Context: an optimization exercise on an open-source flow, tuned for small area and a short achievable clock period. The choices shown serve that exercise and are no tape-out recipe.
No run shown here included a check of the RTL's function; only the layout flow was run.

==> flow/design.v (outline; a module is shown in full before it is edited, if it fits) <==
// module ecc80_codec: 908 lines
module ecc80_codec (
    input  wire        clk,
    input  wire        rst,
    input  wire        enc_valid_i,
    input  wire [63:0] enc_data_i,
    output reg         enc_valid_o,
    output reg  [15:0] enc_check_o,
    input  wire        dec_valid_i,
    input  wire [79:0] dec_cw_i,
    output reg         dec_valid_o,
    output reg  [63:0] dec_data_o,
    output reg  [15:0] dec_check_o,
    output reg  [1:0]  dec_err_o
);
  // ...
==> flow/flow/run.sh <==
#!/bin/bash
# The standard layout (the standard.sh on the ORFS finish target), with one
# change: the buffers that buffer_ports puts on every input and output port are
# sky130_fd_sc_hd__buf_1 instead of the cell OpenROAD picks by default.
# The whole make output goes to standard.log in the work folder; ORFS also
# keeps each step's own log under orfs/logs/.
set -euo pipefail
cd "$(dirname "$0")/.."
bash standard.sh "BUFFER_PORTS_ARGS=-buffer_cell sky130_fd_sc_hd__buf_1" finish > standard.log 2>&1
==> flow/standard.sh <==
#!/bin/bash
# synth_recipe.tcl (not shown) runs the flow's synth.tcl, then flattens the netlist and writes it again
# the make line also repeats each setting of config.mk as NAME=value (left out here)
make -C /OpenROAD-flow-scripts/flow DESIGN_CONFIG=/design/flow/config.mk WORK_HOME=/design/flow/orfs CLKGATE_MAP_FILE= SYNTH_SCRIPT=/design/flow/synth_recipe.tcl "${@:-finish}"
==> flow/config.mk <==
export PLATFORM = sky130hd
export DESIGN_NAME = ecc80_codec
export DESIGN_NICKNAME = ecc80_codec
export VERILOG_FILES = /design/flow/design.v
export SDC_FILE = /design/flow/constraint.sdc
export NUM_CORES = 4
export LEC_CHECK = 0
export ABC_AREA = 1
export CAP_MARGIN = 20
export CORE_MARGIN = 2
export CORE_UTILIZATION = 55
export PLACE_DENSITY = 0.7
export SLEW_MARGIN = 70
==> flow/constraint.sdc <==
create_clock -name core_clock -period 22.0 [get_ports {clk}]
set_input_delay 4.4000 -clock core_clock [delete_from_list [all_inputs] [get_ports {clk}]]
set_output_delay 4.4000 -clock core_clock [all_outputs]
set_load 0.01 [all_outputs]
==> reports/results.ini, run 1 <==
[outcome]
status = no timing/DRC/antenna violations

[final_layout]
n_all_buffers = 266
final_common_cell = nand2_1

[clock_tree]
cts_tree = done
clk_latency_ns = 0.56
numCtsBuffers = 37

[global_routing]
grt_pass1_wl_um = 106000
use_met1_pct = 44.8
grt_overflow = 0
grt.busiest_layer = met2
antenna_found_initial = 9

[floorplan]
die_area_mm2 = 0.0387
ios = 248
rows = 70

[placed_design]
port_buffers = 247
dp.cells = 3565
dp_hpwl_um = 56400
pre_cts_slack_ns = 15.64

[drt]
vias_per_cell = 5.42
wl_met3_um = 6080
ant_nets = 0
routedLengthMet1_um = 28400
firstDrtPassIters = 6

[sta]
clock_skew_ns = 0.0208
slew-limit-headroom_pct = 67.7
finalSetupViolCount = 0
worst_pin_slew_ns = 0.482

[worst_hold_path]
hp-class = flop to flop

[logic_synthesis]
synth-seq-area-share_pct = 33.7
netlist_top_cells_count = 1005 x nand2_1, 344 x dfxtp_1, 309 x xor2_1
ys_top_cells_by_area = dfxtp_1 34%, nand2_1 18%, xor2_1 13%
ys_types = 38
synth_ff_type = dfxtp_1

[critical_path]
reg2reg_to = dec_data_o[33]$_DFF_P_
slowest_delay_ns = 0.32

[job]
max_cap_viol_count = 0

==> run 2: changes to the inputs <==
--- a/flow/design.v
+++ b/flow/design.v
@@ -339,100 +339,147 @@
                 7'd1, 7'd2, 7'd4, 7'd8, 7'd9, 7'd16, 7'd18, 7'd25, 7'd32, 7'd36, 7'd50, 7'd64, 7'd65, 7'd72, 7'd100: pos_chk = 1'b1;
                 default: pos_chk = 1'b0;
             endcase
         end
     endfunction
     function [6:0] inv_cube;
         input [6:0] x;
         begin
-            inv_cube[0] =
-                (x == 7'd1) | (x == 7'd2) | (x == 7'd4) | (x == 7'd6) | (x == 7'd8) | (x == 7'd11) |
-                (x == 7'd12) | (x == 7'd14) | (x == 7'd15) | (x == 7'd16) | (x == 7'd18) | (x == 7'd20) |
-                (x == 7'd22) | (x == 7'd24) | (x == 7'd30) | (x == 7'd31) | (x == 7'd32) | (x == 7'd35) |
-                (x == 7'd36) | (x == 7'd38) | (x == 7'd39) | (x == 7'd40) | (x == 7'd42) | (x == 7'd44) |
-                (x == 7'd48) | (x == 7'd49) | (x == 7'd50) | (x == 7'd58) | (x == 7'd59) | (x == 7'd61) |
-                (x == 7'd62) | (x == 7'd63) | (x == 7'd64) | (x == 7'd69) | (x == 7'd70) | (x == 7'd71) |
-                (x == 7'd72) | (x == 7'd77) | (x == 7'd80) | (x == 7'd82) | (x == 7'd84) | (x == 7'd85) |
-                (x == 7'd88) | (x == 7'd90) | (x == 7'd91) | (x == 7'd92) | (x == 7'd93) | (x == 7'd94) |
-                (x == 7'd96) | (x == 7'd99) | (x == 7'd100) | (x == 7'd101) | (x == 7'd104) | (x == 7'd105) |
-                (x == 7'd106) | (x == 7'd107) | (x == 7'd108) | (x == 7'd112) | (x == 7'd113) | (x == 7'd114) |
-                (x == 7'd116) | (x == 7'd120) | (x == 7'd122) | (x == 7'd127);
-            inv_cube[1] =
-                (x == 7'd4) | (x == 7'd5) | (x == 7'd6) | (x == 7'd7) | (x == 7'd12) | (x == 7'd15) |
-                (x == 7'd16) | (x == 7'd18) | (x == 7'd25) | (x == 7'd29) | (x == 7'd30) | (x == 7'd31) |
-                (x == 7'd33) | (x == 7'd35) | (x == 7'd36) | (x == 7'd37) | (x == 7'd38) | (x == 7'd39) |
-                (x == 7'd43) | (x == 7'd44) | (x == 7'd45) | (x == 7'd47) | (x == 7'd48) | (x == 7'd51) |
-                (x == 7'd53) | (x == 7'd55) | (x == 7'd56) | (x == 7'd57) | (x == 7'd58) | (x == 7'd59) |
-                (x == 7'd62) | (x == 7'd63) | (x == 7'd64) | (x == 7'd65) | (x == 7'd71) | (x == 7'd73) |
-                (x == 7'd74) | (x == 7'd75) | (x == 7'd76) | (x == 7'd78) | (x == 7'd79) | (x == 7'd80) |
-                (x == 7'd82) | (x == 7'd83) | (x == 7'd85) | (x == 7'd86) | (x == 7'd87) | (x == 7'd94) |
-                (x == 7'd98) | (x == 7'd99) | (x == 7'd103) | (x == 7'd105) | (x == 7'd107) | (x == 7'd110) |
-                (x == 7'd111) | (x == 7'd112) | (x == 7'd113) | (x == 7'd115) | (x == 7'd116) | (x == 7'd117) |
-                (x == 7'd118) | (x == 7'd120) | (x == 7'd121) | (x == 7'd122);
-            inv_cube[2] =
-                (x == 7'd13) | (x == 7'd14) | (x == 7'd15) | (x == 7'd16) | (x == 7'd17) | (x == 7'd18) |
-                (x == 7'd20) | (x == 7'd21) | (x == 7'd22) | (x == 7'd24) | (x == 7'd25) | (x == 7'd26) |
-                (x == 7'd27) | (x == 7'd29) | (x == 7'd30) | (x == 7'd31) | (x == 7'd32) | (x == 7'd36) |
-                (x == 7'd37) | (x == 7'd39) | (x == 7'd40) | (x == 7'd41) | (x == 7'd44) | (x == 7'd46) |
-                (x == 7'd47) | (x == 7'd49) | (x == 7'd50) | (x == 7'd51) | (x == 7'd52) | (x == 7'd53) |
-                (x == 7'd59) | (x == 7'd63) | (x == 7'd67) | (x == 7'd70) | (x == 7'd71) | (x == 7'd73) |
-                (x == 7'd75) | (x == 7'd77) | (x == 7'd79) | (x == 7'd80) | (x == 7'd83) | (x == 7'd85) |
-                (x == 7'd88) | (x == 7'd89) | (x == 7'd90) | (x == 7'd92) | (x == 7'd93) | (x == 7'd95) |
-                (x == 7'd98) | (x == 7'd102) | (x == 7'd103) | (x == 7'd104) | (x == 7'd105) | (x == 7'd109) |
-                (x == 7'd111) | (x == 7'd115) | (x == 7'd116) | (x == 7'd118) | (x == 7'd119) | (x == 7'd120) |
-                (x == 7'd121) | (x == 7'd124) | (x == 7'd126) | (x == 7'd127);
-            inv_cube[3] =
-                (x == 7'd3) | (x == 7'd7) | (x == 7'd9) | (x == 7'd10) | (x == 7'd14) | (x == 7'd19) |
-                (x == 7'd21) | (x == 7'd25) | (x == 7'd29) | (x == 7'd30) | (x == 7'd38) | (x == 7'd39) |
-                (x == 7'd41) | (x == 7'd45) | (x == 7'd46) | (x == 7'd47) | (x == 7'd49) | (x == 7'd52) |
-                (x == 7'd53) | (x == 7'd54) | (x == 7'd56) | (x == 7'd57) | (x == 7'd59) | (x == 7'd60) |
-                (x == 7'd62) | (x == 7'd63) | (x == 7'd64) | (x == 7'd65) | (x == 7'd67) | (x == 7'd68) |
-                (x == 7'd69) | (x == 7'd70) | (x == 7'd71) | (x == 7'd72) | (x == 7'd75) | (x == 7'd77) |
-                (x == 7'd80) | (x == 7'd82) | (x == 7'd84) | (x == 7'd87) | (x == 7'd88) | (x == 7'd89) |
-                (x == 7'd93) | (x == 7'd94) | (x == 7'd96) | (x == 7'd98) | (x == 7'd99) | (x == 7'd100) |
-                (x == 7'd101) | (x == 7'd102) | (x == 7'd103) | (x == 7'd104) | (x == 7'd107) | (x == 7'd108) |
-                (x == 7'd110) | (x == 7'd114) | (x == 7'd116) | (x == 7'd117) | (x == 7'd118) | (x == 7'd120) |
-                (x == 7'd122) | (x == 7'd123) | (x == 7'd124) | (x == 7'd127);
-            inv_cube[4] =
-                (x == 7'd2) | (x == 7'd3) | (x == 7'd4) | (x == 7'd5) | (x == 7'd7) | (x == 7'd8) |
-                (x == 7'd9) | (x == 7'd12) | (x == 7'd16) | (x == 7'd19) | (x == 7'd22) | (x == 7'd24) |
-                (x == 7'd25) | (x == 7'd28) | (x == 7'd30) | (x == 7'd32) | (x == 7'd33) | (x == 7'd35) |
-                (x == 7'd36) | (x == 7'd40) | (x == 7'd41) | (x == 7'd44) | (x == 7'd45) | (x == 7'd48) |
-                (x == 7'd49) | (x == 7'd51) | (x == 7'd53) | (x == 7'd57) | (x == 7'd60) | (x == 7'd61) |
-                (x == 7'd62) | (x == 7'd63) | (x == 7'd64) | (x == 7'd65) | (x == 7'd67) | (x == 7'd70) |
-                (x == 7'd72) | (x == 7'd73) | (x == 7'd76) | (x == 7'd78) | (x == 7'd79) | (x == 7'd80) |
-                (x == 7'd81) | (x == 7'd84) | (x == 7'd88) | (x == 7'd89) | (x == 7'd91) | (x == 7'd93) |
-                (x == 7'd95) | (x == 7'd96) | (x == 7'd97) | (x == 7'd98) | (x == 7'd100) | (x == 7'd105) |
-                (x == 7'd107) | (x == 7'd109) | (x == 7'd116) | (x == 7'd118) | (x == 7'd119) | (x == 7'd121) |
-                (x == 7'd122) | (x == 7'd124) | (x == 7'd125) | (x == 7'd126);
-            inv_cube[5] =
-                (x == 7'd7) | (x == 7'd8) | (x == 7'd9) | (x == 7'd10) | (x == 7'd11) | (x == 7'd12) |
-                (x == 7'd14) | (x == 7'd17) | (x == 7'd21) | (x == 7'd23) | (x == 7'd24) | (x == 7'd27) |
-                (x == 7'd29) | (x == 7'd30) | (x == 7'd31) | (x == 7'd32) | (x == 7'd35) | (x == 7'd36) |
-                (x == 7'd37) | (x == 7'd39) | (x == 7'd41) | (x == 7'd45) | (x == 7'd47) | (x == 7'd50) |
-                (x == 7'd53) | (x == 7'd58) | (x == 7'd60) | (x == 7'd62) | (x == 7'd66) | (x == 7'd70) |
-                (x == 7'd71) | (x == 7'd72) | (x == 7'd74) | (x == 7'd76) | (x == 7'd77) | (x == 7'd78) |
-                (x == 7'd79) | (x == 7'd85) | (x == 7'd86) | (x == 7'd87) | (x == 7'd88) | (x == 7'd90) |
-                (x == 7'd91) | (x == 7'd94) | (x == 7'd95) | (x == 7'd96) | (x == 7'd97) | (x == 7'd99) |
-                (x == 7'd101) | (x == 7'd102) | (x == 7'd105) | (x == 7'd106) | (x == 7'd107) | (x == 7'd110) |
-                (x == 7'd111) | (x == 7'd112) | (x == 7'd114) | (x == 7'd116) | (x == 7'd118) | (x == 7'd121) |
-                (x == 7'd123) | (x == 7'd124) | (x == 7'd125) | (x == 7'd126);
-            inv_cube[6] =
-                (x == 7'd5) | (x == 7'd7) | (x == 7'd15) | (x == 7'd19) | (x == 7'd23) | (x == 7'd26) |
-                (x == 7'd27) | (x == 7'd28) | (x == 7'd30) | (x == 7'd31) | (x == 7'd32) | (x == 7'd34) |
-                (x == 7'd35) | (x == 7'd36) | (x == 7'd40) | (x == 7'd41) | (x == 7'd42) | (x == 7'd44) |
-                (x == 7'd47) | (x == 7'd48) | (x == 7'd49) | (x == 7'd50) | (x == 7'd51) | (x == 7'd52) |
-                (x == 7'd54) | (x == 7'd55) | (x == 7'd57) | (x == 7'd58) | (x == 7'd59) | (x == 7'd60) |
-                (x == 7'd61) | (x == 7'd62) | (x == 7'd64) | (x == 7'd69) | (x == 7'd71) | (x == 7'd72) |
-                (x == 7'd74) | (x == 7'd77) | (x == 7'd78) | (x == 7'd80) | (x == 7'd82) | (x == 7'd83) |
-                (x == 7'd87) | (x == 7'd88) | (x == 7'd89) | (x == 7'd91) | (x == 7'd92) | (x == 7'd94) |
-                (x == 7'd97) | (x == 7'd98) | (x == 7'd100) | (x == 7'd101) | (x == 7'd102) | (x == 7'd103) |
-                (x == 7'd104) | (x == 7'd106) | (x == 7'd111) | (x == 7'd113) | (x == 7'd117) | (x == 7'd118) |
-                (x == 7'd119) | (x == 7'd121) | (x == 7'd123) | (x == 7'd126);
+            case (x)
+                7'd0: inv_cube = 7'd0;
+                7'd1: inv_cube = 7'd1;
+                7'd2: inv_cube = 7'd17;
+                7'd3: inv_cube = 7'd24;
+                7'd4: inv_cube = 7'd19;
+                7'd5: inv_cube = 7'd82;
+                7'd6: inv_cube = 7'd3;
+                7'd7: inv_cube = 7'd122;
+                7'd8: inv_cube = 7'd49;
+                7'd9: inv_cube = 7'd56;
+                7'd10: inv_cube = 7'd40;
+                7'd11: inv_cube = 7'd33;
+                7'd12: inv_cube = 7'd51;
+                7'd13: inv_cube = 7'd4;
+                7'd14: inv_cube = 7'd45;
+                7'd15: inv_cube = 7'd71;
+                7'd16: inv_cube = 7'd23;
+                7'd17: inv_cube = 7'd36;
+                7'd18: inv_cube = 7'd7;
+                7'd19: inv_cube = 7'd88;
+                7'd20: inv_cube = 7'd5;
+                7'd21: inv_cube = 7'd44;
+                7'd22: inv_cube = 7'd21;
+                7'd23: inv_cube = 7'd96;
+                7'd24: inv_cube = 7'd53;
+                7'd25: inv_cube = 7'd30;
+                7'd26: inv_cube = 7'd68;
+                7'd27: inv_cube = 7'd100;
+                7'd28: inv_cube = 7'd80;
+                7'd29: inv_cube = 7'd46;
+                7'd30: inv_cube = 7'd127;
+                7'd31: inv_cube = 7'd103;
+                7'd32: inv_cube = 7'd117;
+                7'd33: inv_cube = 7'd18;
+                7'd34: inv_cube = 7'd64;
+                7'd35: inv_cube = 7'd115;
+                7'd36: inv_cube = 7'd119;
+                7'd37: inv_cube = 7'd38;
+                7'd38: inv_cube = 7'd11;
+                7'd39: inv_cube = 7'd47;
+                7'd40: inv_cube = 7'd85;
+                7'd41: inv_cube = 7'd124;
+                7'd42: inv_cube = 7'd65;
+                7'd43: inv_cube = 7'd2;
+                7'd44: inv_cube = 7'd87;
+                7'd45: inv_cube = 7'd58;
+                7'd46: inv_cube = 7'd12;
+                7'd47: inv_cube = 7'd110;
+                7'd48: inv_cube = 7'd83;
+                7'd49: inv_cube = 7'd93;
+                7'd50: inv_cube = 7'd101;
+                7'd51: inv_cube = 7'd86;
+                7'd52: inv_cube = 7'd76;
+                7'd53: inv_cube = 7'd62;
+                7'd54: inv_cube = 7'd72;
+                7'd55: inv_cube = 7'd66;
+                7'd56: inv_cube = 7'd10;
+                7'd57: inv_cube = 7'd90;
+                7'd58: inv_cube = 7'd99;
+                7'd59: inv_cube = 7'd79;
+                7'd60: inv_cube = 7'd120;
+                7'd61: inv_cube = 7'd81;
+                7'd62: inv_cube = 7'd123;
+                7'd63: inv_cube = 7'd31;
+                7'd64: inv_cube = 7'd91;
+                7'd65: inv_cube = 7'd26;
+                7'd66: inv_cube = 7'd32;
+                7'd67: inv_cube = 7'd28;
+                7'd68: inv_cube = 7'd8;
+                7'd69: inv_cube = 7'd73;
+                7'd70: inv_cube = 7'd61;
+                7'd71: inv_cube = 7'd111;
+                7'd72: inv_cube = 7'd121;
+                7'd73: inv_cube = 7'd22;
+                7'd74: inv_cube = 7'd98;
+                7'd75: inv_cube = 7'd14;
+                7'd76: inv_cube = 7'd50;
+                7'd77: inv_cube = 7'd109;
+                7'd78: inv_cube = 7'd114;
+                7'd79: inv_cube = 7'd54;
+                7'd80: inv_cube = 7'd95;
+                7'd81: inv_cube = 7'd16;
+                7'd82: inv_cube = 7'd75;
+                7'd83: inv_cube = 7'd70;
+                7'd84: inv_cube = 7'd25;
+                7'd85: inv_cube = 7'd39;
+                7'd86: inv_cube = 7'd34;
+                7'd87: inv_cube = 7'd106;
+                7'd88: inv_cube = 7'd125;
+                7'd89: inv_cube = 7'd92;
+                7'd90: inv_cube = 7'd37;
+                7'd91: inv_cube = 7'd113;
+                7'd92: inv_cube = 7'd69;
+                7'd93: inv_cube = 7'd29;
+                7'd94: inv_cube = 7'd107;
+                7'd95: inv_cube = 7'd52;
+                7'd96: inv_cube = 7'd57;
+                7'd97: inv_cube = 7'd112;
+                7'd98: inv_cube = 7'd94;
+                7'd99: inv_cube = 7'd43;
+                7'd100: inv_cube = 7'd89;
+                7'd101: inv_cube = 7'd105;
+                7'd102: inv_cube = 7'd108;
+                7'd103: inv_cube = 7'd78;
+                7'd104: inv_cube = 7'd77;
+                7'd105: inv_cube = 7'd55;
+                7'd106: inv_cube = 7'd97;
+                7'd107: inv_cube = 7'd59;
+                7'd108: inv_cube = 7'd9;
+                7'd109: inv_cube = 7'd20;
+                7'd110: inv_cube = 7'd42;
+                7'd111: inv_cube = 7'd102;
+                7'd112: inv_cube = 7'd35;
+                7'd113: inv_cube = 7'd67;
+                7'd114: inv_cube = 7'd41;
+                7'd115: inv_cube = 7'd6;
+                7'd116: inv_cube = 7'd63;
+                7'd117: inv_cube = 7'd74;
+                7'd118: inv_cube = 7'd126;
+                7'd119: inv_cube = 7'd84;
+                7'd120: inv_cube = 7'd15;
+                7'd121: inv_cube = 7'd118;
+                7'd122: inv_cube = 7'd27;
+                7'd123: inv_cube = 7'd104;
+                7'd124: inv_cube = 7'd60;
+                7'd125: inv_cube = 7'd48;
+                7'd126: inv_cube = 7'd116;
+                7'd127: inv_cube = 7'd13;
+                default: inv_cube = 7'd0;
+            endcase
         end
     endfunction
     wire [79:0] raw = dec_cw_i ^ 80'h99350000000000000000;
     wire [143:0] sx0_;
     assign sx0_[0] = raw[9] ^ raw[36];
     assign sx0_[1] = raw[22] ^ raw[35];
     assign sx0_[2] = raw[8] ^ raw[10];
     assign sx0_[3] = raw[2] ^ raw[18];
@@ -814,95 +861,145 @@
     wire ok2 = pos_ok(x2);
     wire ch1 = pos_chk(x1);
     wire ch2 = pos_chk(x2);
     wire one = sp_q2 & wunit_q2 & ok2;
     wire two = ~sp_q2 & ~clean_q2 & wtr_q2 & ok1 & ok2 & (t_q2 == (ch1 ^ ch2));
     wire fix = one | two;
     wire [79:0] flip;
     assign flip[79] = (clean_q2 & t_q2) | (one & (t_q2 ^ ch2));
-    assign flip[64] = fix & ((x1 == 7'd1) | (x2 == 7'd1));
-    assign flip[65] = fix & ((x1 == 7'd2) | (x2 == 7'd2));
-    assign flip[66] = fix & ((x1 == 7'd4) | (x2 == 7'd4));
-    assign flip[67] = fix & ((x1 == 7'd8) | (x2 == 7'd8));
-    assign flip[68] = fix & ((x1 == 7'd16) | (x2 == 7'd16));
-    assign flip[69] = fix & ((x1 == 7'd32) | (x2 == 7'd32));
-    assign flip[70] = fix & ((x1 == 7'd64) | (x2 == 7'd64));
-    assign flip[71] = fix & ((x1 == 7'd9) | (x2 == 7'd9));
-    assign flip[72] = fix & ((x1 == 7'd18) | (x2 == 7'd18));
-    assign flip[73] = fix & ((x1 == 7'd36) | (x2 == 7'd36));
-    assign flip[74] = fix & ((x1 == 7'd72) | (x2 == 7'd72));
-    assign flip[75] = fix & ((x1 == 7'd25) | (x2 == 7'd25));
-    assign flip[76] = fix & ((x1 == 7'd50) | (x2 == 7'd50));
-    assign flip[77] = fix & ((x1 == 7'd100) | (x2 == 7'd100));
-    assign flip[78] = fix & ((x1 == 7'd65) | (x2 == 7'd65));
-    assign flip[0] = fix & ((x1 == 7'd11) | (x2 == 7'd11));
-    assign flip[1] = fix & ((x1 == 7'd22) | (x2 == 7'd22));
-    assign flip[2] = fix & ((x1 == 7'd44) | (x2 == 7'd44));
-    assign flip[3] = fix & ((x1 == 7'd88) | (x2 == 7'd88));
-    assign flip[4] = fix & ((x1 == 7'd57) | (x2 == 7'd57));
-    assign flip[5] = fix & ((x1 == 7'd114) | (x2 == 7'd114));
-    assign flip[6] = fix & ((x1 == 7'd109) | (x2 == 7'd109));
-    assign flip[7] = fix & ((x1 == 7'd83) | (x2 == 7'd83));
-    assign flip[8] = fix & ((x1 == 7'd47) | (x2 == 7'd47));
-    assign flip[9] = fix & ((x1 == 7'd94) | (x2 == 7'd94));
-    assign flip[10] = fix & ((x1 == 7'd53) | (x2 == 7'd53));
-    assign flip[11] = fix & ((x1 == 7'd106) | (x2 == 7'd106));
-    assign flip[12] = fix & ((x1 == 7'd93) | (x2 == 7'd93));
-    assign flip[13] = fix & ((x1 == 7'd51) | (x2 == 7'd51));
-    assign flip[14] = fix & ((x1 == 7'd102) | (x2 == 7'd102));
-    assign flip[15] = fix & ((x1 == 7'd69) | (x2 == 7'd69));
-    assign flip[16] = fix & ((x1 == 7'd3) | (x2 == 7'd3));
-    assign flip[17] = fix & ((x1 == 7'd6) | (x2 == 7'd6));
-    assign flip[18] = fix & ((x1 == 7'd12) | (x2 == 7'd12));
-    assign flip[19] = fix & ((x1 == 7'd24) | (x2 == 7'd24));
-    assign flip[20] = fix & ((x1 == 7'd48) | (x2 == 7'd48));
-    assign flip[21] = fix & ((x1 == 7'd96) | (x2 == 7'd96));
-    assign flip[22] = fix & ((x1 == 7'd73) | (x2 == 7'd73));
-    assign flip[23] = fix & ((x1 == 7'd27) | (x2 == 7'd27));
-    assign flip[24] = fix & ((x1 == 7'd54) | (x2 == 7'd54));
-    assign flip[25] = fix & ((x1 == 7'd108) | (x2 == 7'd108));
-    assign flip[26] = fix & ((x1 == 7'd81) | (x2 == 7'd81));
-    assign flip[27] = fix & ((x1 == 7'd43) | (x2 == 7'd43));
-    assign flip[28] = fix & ((x1 == 7'd86) | (x2 == 7'd86));
-    assign flip[29] = fix & ((x1 == 7'd37) | (x2 == 7'd37));
-    assign flip[30] = fix & ((x1 == 7'd74) | (x2 == 7'd74));
-    assign flip[31] = fix & ((x1 == 7'd29) | (x2 == 7'd29));
-    assign flip[32] = fix & ((x1 == 7'd58) | (x2 == 7'd58));
-    assign flip[33] = fix & ((x1 == 7'd116) | (x2 == 7'd116));
-    assign flip[34] = fix & ((x1 == 7'd97) | (x2 == 7'd97));
-    assign flip[35] = fix & ((x1 == 7'd75) | (x2 == 7'd75));
-    assign flip[36] = fix & ((x1 == 7'd31) | (x2 == 7'd31));
-    assign flip[37] = fix & ((x1 == 7'd62) | (x2 == 7'd62));
-    assign flip[38] = fix & ((x1 == 7'd124) | (x2 == 7'd124));
-    assign flip[39] = fix & ((x1 == 7'd113) | (x2 == 7'd113));
-    assign flip[40] = fix & ((x1 == 7'd107) | (x2 == 7'd107));
-    assign flip[41] = fix & ((x1 == 7'd95) | (x2 == 7'd95));
-    assign flip[42] = fix & ((x1 == 7'd55) | (x2 == 7'd55));
-    assign flip[43] = fix & ((x1 == 7'd110) | (x2 == 7'd110));
-    assign flip[44] = fix & ((x1 == 7'd85) | (x2 == 7'd85));
-    assign flip[45] = fix & ((x1 == 7'd35) | (x2 == 7'd35));
-    assign flip[46] = fix & ((x1 == 7'd70) | (x2 == 7'd70));
-    assign flip[47] = fix & ((x1 == 7'd5) | (x2 == 7'd5));
-    assign flip[48] = fix & ((x1 == 7'd10) | (x2 == 7'd10));
-    assign flip[49] = fix & ((x1 == 7'd20) | (x2 == 7'd20));
-    assign flip[50] = fix & ((x1 == 7'd40) | (x2 == 7'd40));
-    assign flip[51] = fix & ((x1 == 7'd80) | (x2 == 7'd80));
-    assign flip[52] = fix & ((x1 == 7'd41) | (x2 == 7'd41));
-    assign flip[53] = fix & ((x1 == 7'd82) | (x2 == 7'd82));
-    assign flip[54] = fix & ((x1 == 7'd45) | (x2 == 7'd45));
-    assign flip[55] = fix & ((x1 == 7'd90) | (x2 == 7'd90));
-    assign flip[56] = fix & ((x1 == 7'd61) | (x2 == 7'd61));
-    assign flip[57] = fix & ((x1 == 7'd122) | (x2 == 7'd122));
-    assign flip[58] = fix & ((x1 == 7'd125) | (x2 == 7'd125));
-    assign flip[59] = fix & ((x1 == 7'd115) | (x2 == 7'd115));
-    assign flip[60] = fix & ((x1 == 7'd111) | (x2 == 7'd111));
-    assign flip[61] = fix & ((x1 == 7'd87) | (x2 == 7'd87));
-    assign flip[62] = fix & ((x1 == 7'd39) | (x2 == 7'd39));
-    assign flip[63] = fix & ((x1 == 7'd78) | (x2 == 7'd78));
+    wire [15:0] h1, h2;
+    wire [7:0]  l1, l2;
+    assign h1[0] = (x1[6:3] == 4'd0);
+    assign h2[0] = (x2[6:3] == 4'd0);
+    assign h1[1] = (x1[6:3] == 4'd1);
+    assign h2[1] = (x2[6:3] == 4'd1);
+    assign h1[2] = (x1[6:3] == 4'd2);
+    assign h2[2] = (x2[6:3] == 4'd2);
+    assign h1[3] = (x1[6:3] == 4'd3);
+    assign h2[3] = (x2[6:3] == 4'd3);
+    assign h1[4] = (x1[6:3] == 4'd4);
+    assign h2[4] = (x2[6:3] == 4'd4);
+    assign h1[5] = (x1[6:3] == 4'd5);
+    assign h2[5] = (x2[6:3] == 4'd5);
+    assign h1[6] = (x1[6:3] == 4'd6);
+    assign h2[6] = (x2[6:3] == 4'd6);
+    assign h1[7] = (x1[6:3] == 4'd7);
+    assign h2[7] = (x2[6:3] == 4'd7);
+    assign h1[8] = (x1[6:3] == 4'd8);
+    assign h2[8] = (x2[6:3] == 4'd8);
+    assign h1[9] = (x1[6:3] == 4'd9);
+    assign h2[9] = (x2[6:3] == 4'd9);
+    assign h1[10] = (x1[6:3] == 4'd10);
+    assign h2[10] = (x2[6:3] == 4'd10);
+    assign h1[11] = (x1[6:3] == 4'd11);
+    assign h2[11] = (x2[6:3] == 4'd11);
+    assign h1[12] = (x1[6:3] == 4'd12);
+    assign h2[12] = (x2[6:3] == 4'd12);
+    assign h1[13] = (x1[6:3] == 4'd13);
+    assign h2[13] = (x2[6:3] == 4'd13);
+    assign h1[14] = (x1[6:3] == 4'd14);
+    assign h2[14] = (x2[6:3] == 4'd14);
+    assign h1[15] = (x1[6:3] == 4'd15);
+    assign h2[15] = (x2[6:3] == 4'd15);
+    assign l1[0] = fix & (x1[2:0] == 3'd0);
+    assign l2[0] = fix & (x2[2:0] == 3'd0);
+    assign l1[1] = fix & (x1[2:0] == 3'd1);
+    assign l2[1] = fix & (x2[2:0] == 3'd1);
+    assign l1[2] = fix & (x1[2:0] == 3'd2);
+    assign l2[2] = fix & (x2[2:0] == 3'd2);
+    assign l1[3] = fix & (x1[2:0] == 3'd3);
+    assign l2[3] = fix & (x2[2:0] == 3'd3);
+    assign l1[4] = fix & (x1[2:0] == 3'd4);
+    assign l2[4] = fix & (x2[2:0] == 3'd4);
+    assign l1[5] = fix & (x1[2:0] == 3'd5);
+    assign l2[5] = fix & (x2[2:0] == 3'd5);
+    assign l1[6] = fix & (x1[2:0] == 3'd6);
+    assign l2[6] = fix & (x2[2:0] == 3'd6);
+    assign l1[7] = fix & (x1[2:0] == 3'd7);
+    assign l2[7] = fix & (x2[2:0] == 3'd7);
+    assign flip[64] = (h1[0] & l1[1]) | (h2[0] & l2[1]);
+    assign flip[65] = (h1[0] & l1[2]) | (h2[0] & l2[2]);
+    assign flip[66] = (h1[0] & l1[4]) | (h2[0] & l2[4]);
+    assign flip[67] = (h1[1] & l1[0]) | (h2[1] & l2[0]);
+    assign flip[68] = (h1[2] & l1[0]) | (h2[2] & l2[0]);
+    assign flip[69] = (h1[4] & l1[0]) | (h2[4] & l2[0]);
+    assign flip[70] = (h1[8] & l1[0]) | (h2[8] & l2[0]);
+    assign flip[71] = (h1[1] & l1[1]) | (h2[1] & l2[1]);
+    assign flip[72] = (h1[2] & l1[2]) | (h2[2] & l2[2]);
+    assign flip[73] = (h1[4] & l1[4]) | (h2[4] & l2[4]);
+    assign flip[74] = (h1[9] & l1[0]) | (h2[9] & l2[0]);
+    assign flip[75] = (h1[3] & l1[1]) | (h2[3] & l2[1]);
+    assign flip[76] = (h1[6] & l1[2]) | (h2[6] & l2[2]);
+    assign flip[77] = (h1[12] & l1[4]) | (h2[12] & l2[4]);
+    assign flip[78] = (h1[8] & l1[1]) | (h2[8] & l2[1]);
+    assign flip[0] = (h1[1] & l1[3]) | (h2[1] & l2[3]);
+    assign flip[1] = (h1[2] & l1[6]) | (h2[2] & l2[6]);
+    assign flip[2] = (h1[5] & l1[4]) | (h2[5] & l2[4]);
+    assign flip[3] = (h1[11] & l1[0]) | (h2[11] & l2[0]);
+    assign flip[4] = (h1[7] & l1[1]) | (h2[7] & l2[1]);
+    assign flip[5] = (h1[14] & l1[2]) | (h2[14] & l2[2]);
+    assign flip[6] = (h1[13] & l1[5]) | (h2[13] & l2[5]);
+    assign flip[7] = (h1[10] & l1[3]) | (h2[10] & l2[3]);
+    assign flip[8] = (h1[5] & l1[7]) | (h2[5] & l2[7]);
+    assign flip[9] = (h1[11] & l1[6]) | (h2[11] & l2[6]);
+    assign flip[10] = (h1[6] & l1[5]) | (h2[6] & l2[5]);
+    assign flip[11] = (h1[13] & l1[2]) | (h2[13] & l2[2]);
+    assign flip[12] = (h1[11] & l1[5]) | (h2[11] & l2[5]);
+    assign flip[13] = (h1[6] & l1[3]) | (h2[6] & l2[3]);
+    assign flip[14] = (h1[12] & l1[6]) | (h2[12] & l2[6]);
+    assign flip[15] = (h1[8] & l1[5]) | (h2[8] & l2[5]);
+    assign flip[16] = (h1[0] & l1[3]) | (h2[0] & l2[3]);
+    assign flip[17] = (h1[0] & l1[6]) | (h2[0] & l2[6]);
+    assign flip[18] = (h1[1] & l1[4]) | (h2[1] & l2[4]);
+    assign flip[19] = (h1[3] & l1[0]) | (h2[3] & l2[0]);
+    assign flip[20] = (h1[6] & l1[0]) | (h2[6] & l2[0]);
+    assign flip[21] = (h1[12] & l1[0]) | (h2[12] & l2[0]);
+    assign flip[22] = (h1[9] & l1[1]) | (h2[9] & l2[1]);
+    assign flip[23] = (h1[3] & l1[3]) | (h2[3] & l2[3]);
+    assign flip[24] = (h1[6] & l1[6]) | (h2[6] & l2[6]);
+    assign flip[25] = (h1[13] & l1[4]) | (h2[13] & l2[4]);
+    assign flip[26] = (h1[10] & l1[1]) | (h2[10] & l2[1]);
+    assign flip[27] = (h1[5] & l1[3]) | (h2[5] & l2[3]);
+    assign flip[28] = (h1[10] & l1[6]) | (h2[10] & l2[6]);
+    assign flip[29] = (h1[4] & l1[5]) | (h2[4] & l2[5]);
+    assign flip[30] = (h1[9] & l1[2]) | (h2[9] & l2[2]);
+    assign flip[31] = (h1[3] & l1[5]) | (h2[3] & l2[5]);
+    assign flip[32] = (h1[7] & l1[2]) | (h2[7] & l2[2]);
+    assign flip[33] = (h1[14] & l1[4]) | (h2[14] & l2[4]);
+    assign flip[34] = (h1[12] & l1[1]) | (h2[12] & l2[1]);
+    assign flip[35] = (h1[9] & l1[3]) | (h2[9] & l2[3]);
+    assign flip[36] = (h1[3] & l1[7]) | (h2[3] & l2[7]);
+    assign flip[37] = (h1[7] & l1[6]) | (h2[7] & l2[6]);
+    assign flip[38] = (h1[15] & l1[4]) | (h2[15] & l2[4]);
+    assign flip[39] = (h1[14] & l1[1]) | (h2[14] & l2[1]);
+    assign flip[40] = (h1[13] & l1[3]) | (h2[13] & l2[3]);
+    assign flip[41] = (h1[11] & l1[7]) | (h2[11] & l2[7]);
+    assign flip[42] = (h1[6] & l1[7]) | (h2[6] & l2[7]);
+    assign flip[43] = (h1[13] & l1[6]) | (h2[13] & l2[6]);
+    assign flip[44] = (h1[10] & l1[5]) | (h2[10] & l2[5]);
+    assign flip[45] = (h1[4] & l1[3]) | (h2[4] & l2[3]);
+    assign flip[46] = (h1[8] & l1[6]) | (h2[8] & l2[6]);
+    assign flip[47] = (h1[0] & l1[5]) | (h2[0] & l2[5]);
+    assign flip[48] = (h1[1] & l1[2]) | (h2[1] & l2[2]);
+    assign flip[49] = (h1[2] & l1[4]) | (h2[2] & l2[4]);
+    assign flip[50] = (h1[5] & l1[0]) | (h2[5] & l2[0]);
+    assign flip[51] = (h1[10] & l1[0]) | (h2[10] & l2[0]);
+    assign flip[52] = (h1[5] & l1[1]) | (h2[5] & l2[1]);
+    assign flip[53] = (h1[10] & l1[2]) | (h2[10] & l2[2]);
+    assign flip[54] = (h1[5] & l1[5]) | (h2[5] & l2[5]);
+    assign flip[55] = (h1[11] & l1[2]) | (h2[11] & l2[2]);
+    assign flip[56] = (h1[7] & l1[5]) | (h2[7] & l2[5]);
+    assign flip[57] = (h1[15] & l1[2]) | (h2[15] & l2[2]);
+    assign flip[58] = (h1[15] & l1[5]) | (h2[15] & l2[5]);
+    assign flip[59] = (h1[14] & l1[3]) | (h2[14] & l2[3]);
+    assign flip[60] = (h1[13] & l1[7]) | (h2[13] & l2[7]);
+    assign flip[61] = (h1[10] & l1[7]) | (h2[10] & l2[7]);
+    assign flip[62] = (h1[4] & l1[7]) | (h2[4] & l2[7]);
+    assign flip[63] = (h1[9] & l1[6]) | (h2[9] & l2[6]);
     wire [1:0] err;
     assign err = clean_q2 ? {1'b0, t_q2} : one ? {t_q2 ^ ch2, ~(t_q2 ^ ch2)} : two ? 2'd2 : 2'd3;
     always @(posedge clk) begin
         dec_valid_o <= v_q2 & ~rst;
         {dec_check_o, dec_data_o} <= r_q2 ^ flip;
         dec_err_o   <= err;
     end
 endmodule
==> flow/config.mk (replaced) <==
export PLATFORM = sky130hd
export DESIGN_NAME = ecc80_codec
export DESIGN_NICKNAME = ecc80_codec
export VERILOG_FILES = /design/flow/design.v
export SDC_FILE = /design/flow/constraint.sdc
export NUM_CORES = 4
export LEC_CHECK = 0
export CAP_MARGIN = 20
export CORE_MARGIN = 2
export CORE_UTILIZATION = 55
export PLACE_DENSITY = 0.7
export SLEW_MARGIN = 70
==> run 2 against run 1 <==
Largest cell class unchanged. Still clean. Core utilization up 1.7 points. Non-clock buffer count up 6. Register-to-register slack worse by 0.04 ns.
==> reports/results.ini, run 2 <==
[logic_synthesis]
yosys_warnings = 1  ; unchanged
synth_top_cell_area_share_pct = 36.6  ; was 33.7%
syn_inst = 1956  ; was 2884
syn-num-nets = 2132  ; was 3046
netlist_top_cells_count = 512 x xnor2_1, 344 x dfxtp_1, 207 x xor2_1  ; was 1005 x nand2_1, 344 x dfxtp_1, 309 x xor2_1
synth-seq-area-share_pct = 36.6  ; was 33.7%
synth_most_common_cell = xnor2_1  ; was nand2_1
ys_seq_elements = 344  ; unchanged
mappedNetlistArea_mm2 = 0.0188  ; was 0.0204 mm²
yosys.area.top_type = dfxtp_1  ; unchanged
async_reset_ff_share_pct = 0  ; unchanged
ys_types = 85  ; was 38
synth-edff-count = 0  ; unchanged
avgSynthCellArea_um2 = 9.61  ; was 7.09 µm²
ys_top_cells_by_area = dfxtp_1 37%, xnor2_1 24%, xor2_1 9.6%  ; was dfxtp_1 34%, nand2_1 18%, xor2_1 13%
synth_ff_type = dfxtp_1  ; unchanged

[global_routing]
grt_pass1_vias = 14300  ; was 18900
grt_start_max_net_pins = 70  ; was 62
grt_pass1_wl_um = 82300  ; was 106000 µm
grt_overflow = 0  ; unchanged
grt_usage_pct = 29.6  ; was 36.1%
antenna_found_initial = 3  ; was 9

[final_layout]
fillCellCount = 2728  ; was 3266
fin_area_mm2 = 0.0222  ; was 0.0236 mm²
most-common-layout-cells = 463 x xnor2_1, 339 x dfxtp_1, 241 x buf_1  ; was 997 x nand2_1, 337 x dfxtp_1, 302 x xor2_1
regArea_mm2 = 0.00689  ; was 0.00690 mm²
fin_nets = 2368  ; was 3299
syn_to_final_growth_pct = 18.2  ; was 15.5%
drive_gt1_share_pct = 11.9  ; was 7.14%
multi_input_area_mm2 = 0.0122  ; was 0.0128 mm²
finish.utilization_pct = 66.1  ; was 64.5%
final_common_cell = xnor2_1  ; was nand2_1

[drt]
wl_um = 54700  ; was 70700 µm
ant_nets = 0  ; unchanged
vias = 14900  ; was 19700
vias_per_cell = 5.58  ; was 5.42
first_iter_violations = 1337  ; was 1835
drc = 0  ; unchanged
wl_per_cell_um = 20.5  ; was 19.4 µm
firstDrtPassIters = 6  ; unchanged

[outcome]
status = no timing/DRC/antenna violations  ; unchanged

[floorplan]
ios = 248  ; unchanged
die_area_mm2 = 0.0357  ; was 0.0387 mm²
rows = 67  ; was 70
dieWidth_um = 189  ; was 197 µm
core_mm2 = 0.0336  ; was 0.0366 mm²
die_y_um = 189  ; was 197 µm
start_util_pct = 55.9  ; was 55.8%

[sta]
worst_pin_slew_ns = 0.468  ; was 0.482 ns
drv_slew = 0  ; unchanged
rsz0062_at_grt = false  ; unchanged
fmax_mhz = 172  ; was 173 MHz
finalSetupViolCount = 0  ; unchanged
tns_ns = 0  ; unchanged
hold_violations = 0  ; unchanged
clock_skew_ns = 0.0304  ; was 0.0208 ns
slew-limit-headroom_pct = 68.6  ; was 67.7%
period_needed_ns = 5.82  ; was 5.78 ns
finalCritPeriodShare_pct = 26.4  ; was 26.3%
setup_slack_ns = 16.18  ; was 16.22 ns

[clock_tree]
cts_root_buffer = clkbuf_16  ; unchanged
clk_pin_slew_ns = 0.06  ; about the same
cts_setup_buffers = 0  ; unchanged
holdBufCountCts = 0  ; unchanged
clk_path_buf_depth = 3  ; unchanged
cts_resized = 0  ; unchanged
clk_latency_ns = 0.54  ; was 0.56 ns
cts_tree = done  ; unchanged
clkSinkCount = 344  ; unchanged
cts_htree_levels = 2  ; unchanged
numCtsBuffers = 37  ; unchanged

[critical_path]
ff2ff_path_depth = 18  ; was 33
arrival_ns = 6.26  ; about the same
cp_max_fo = 3  ; was 5
reg2reg_slack_ns = 17.03  ; was 17.07 ns
crit_end = pg1_q1[0]$_DFF_P_  ; was pg0_q1[14]$_DFF_P_
endpoint_kind = flop  ; unchanged
setup.worst_path.start_class = input port  ; unchanged
cp.required_ns = 22.45  ; was 22.48 ns
crit_type = input port to flop  ; unchanged
worstReg2RegStart = s1_q2[3]$_DFF_P_  ; was y_q2[1]$_DFF_P_
crit_path_start = dec_cw_i[57]  ; was dec_cw_i[9]
reg2reg_to = dec_check_o[1]$_DFF_P_  ; was dec_data_o[33]$_DFF_P_

[worst_hold_path]
hp-class = flop to flop  ; unchanged

[placed_design]
dp_hpwl_um = 41900  ; was 56400 µm
pre_cts_slack_ns = 15.72  ; was 15.64 ns
placed_area_mm2 = 0.0206  ; was 0.0221 mm²
port_buffers = 247  ; unchanged
place_congestion = 0.950  ; was 1.05

[job]
max_cap_viol_count = 0  ; unchanged

==> run 2: area by class of cell <==
| type | instances | area share [%] |
|---|---|---|
| multi-input combinational | 1502 | 54.8 |
| inverter | 35 | 0.630 |
| timing repair buffer | 272 | 5.14 |
| antenna | 2 | 0.0225 |
| clock buffer | 49 | 4.77 |
| sequential | 344 | 31.0 |
| clock inverter | 18 | 1.07 |
| tap | 448 | 2.52 |
==> run 2: worst min-delay path by stage <==
| stage | cells after the start | start | to |
|---|---|---|---|
| 2_1_floorplan | 0 | r_q1[0]$_DFF_P_ | r_q2[0]$_DFF_P_ |
| 3_3_place_gp | 0 | r_q1[76]$_DFF_P_ | r_q2[76]$_DFF_P_ |
| 3_5_place_dp | 0 | r_q1[13]$_DFF_P_ | r_q2[13]$_DFF_P_ |
| 4_1_cts | 0 | r_q1[67]$_DFF_P_ | r_q2[67]$_DFF_P_ |
| 5_1_grt | 0 | r_q1[67]$_DFF_P_ | r_q2[67]$_DFF_P_ |
| 6_report | 0 | r_q1[67]$_DFF_P_ | r_q2[67]$_DFF_P_ |
==> run 2: kinds of logic after synthesis <==
kind of cell,after synthesis,share of synthesized area (%)
compound gates,241,9.19
mux,20,1.68
flops,344,36.6
simple gates,461,11.1
buf+inv,110,2.73
xor+xnor,751,36.8
fa+ha+maj,29,1.92
==> run 2: through the flow <==
stage          instances  hold slack [ns]
2_1_floorplan       1956            0.310
3_3_place_gp        2586            0.310
3_5_place_dp        2597            0.312
4_1_cts             2664            0.314
5_1_grt             2668            0.313
6_report            2670            0.299
==> run 2: per-layer routing <==
layer	vias up	share of wire [%]	GRT usage [%]	wire length, µm
li1	6943	-	-	-
met1	7120	44	41.4	24100
met3	123	7.5	4.65	4080
met5	-	0.044	0	24
met4	4	3.3	8.89	1820
met2	709	45	47.1	24700
==> run 2: critical path: stages <==
cell     delay (ns)
buf_1          0.20
xor2_2         0.32
xnor2_1        0.21
xnor2_1        0.34
xnor2_1        0.21
xor2_1         0.27
xnor2_1        0.17
xnor2_1        0.14

==> static timing again, ports no longer ideal <==
The flow's constraints put no driver on any port. The routed layouts listed below were extracted and timed again, unchanged, in two steps.
Step 1: set_driving_cell puts a clkbuf_16 on clk and a buf_2 on each other input, an assumption about the parent block.
Step 2, shift: input delay + t, output delay - t, t = (earliest + latest rising clock arrival at the registers) / 2. This alone moves slack from input paths to output paths.
a / b / c = no drivers / after step 1 / after step 2; a / b = the first two.
| run | t, ns | slack for setup (ns) | worst setup path at the end | worst register clock-pin slew, ns | worst data-port slew with drivers (ns) |
|---|---|---|---|---|---|
| run 1 | 0.605 | 16.220 / 16.225 / 15.620 | input to register | 0.06 / 0.06 | 0.10 |
| run 2 | 0.580 | 16.183 / 16.217 / 15.637 | input to register | 0.06 / 0.06 | 0.07 |
After both steps every run listed still meets setup and hold. For run 1, which loses most, drivers alone change the setup slack by +0.005 ns; drivers and shift together by -0.600 ns.
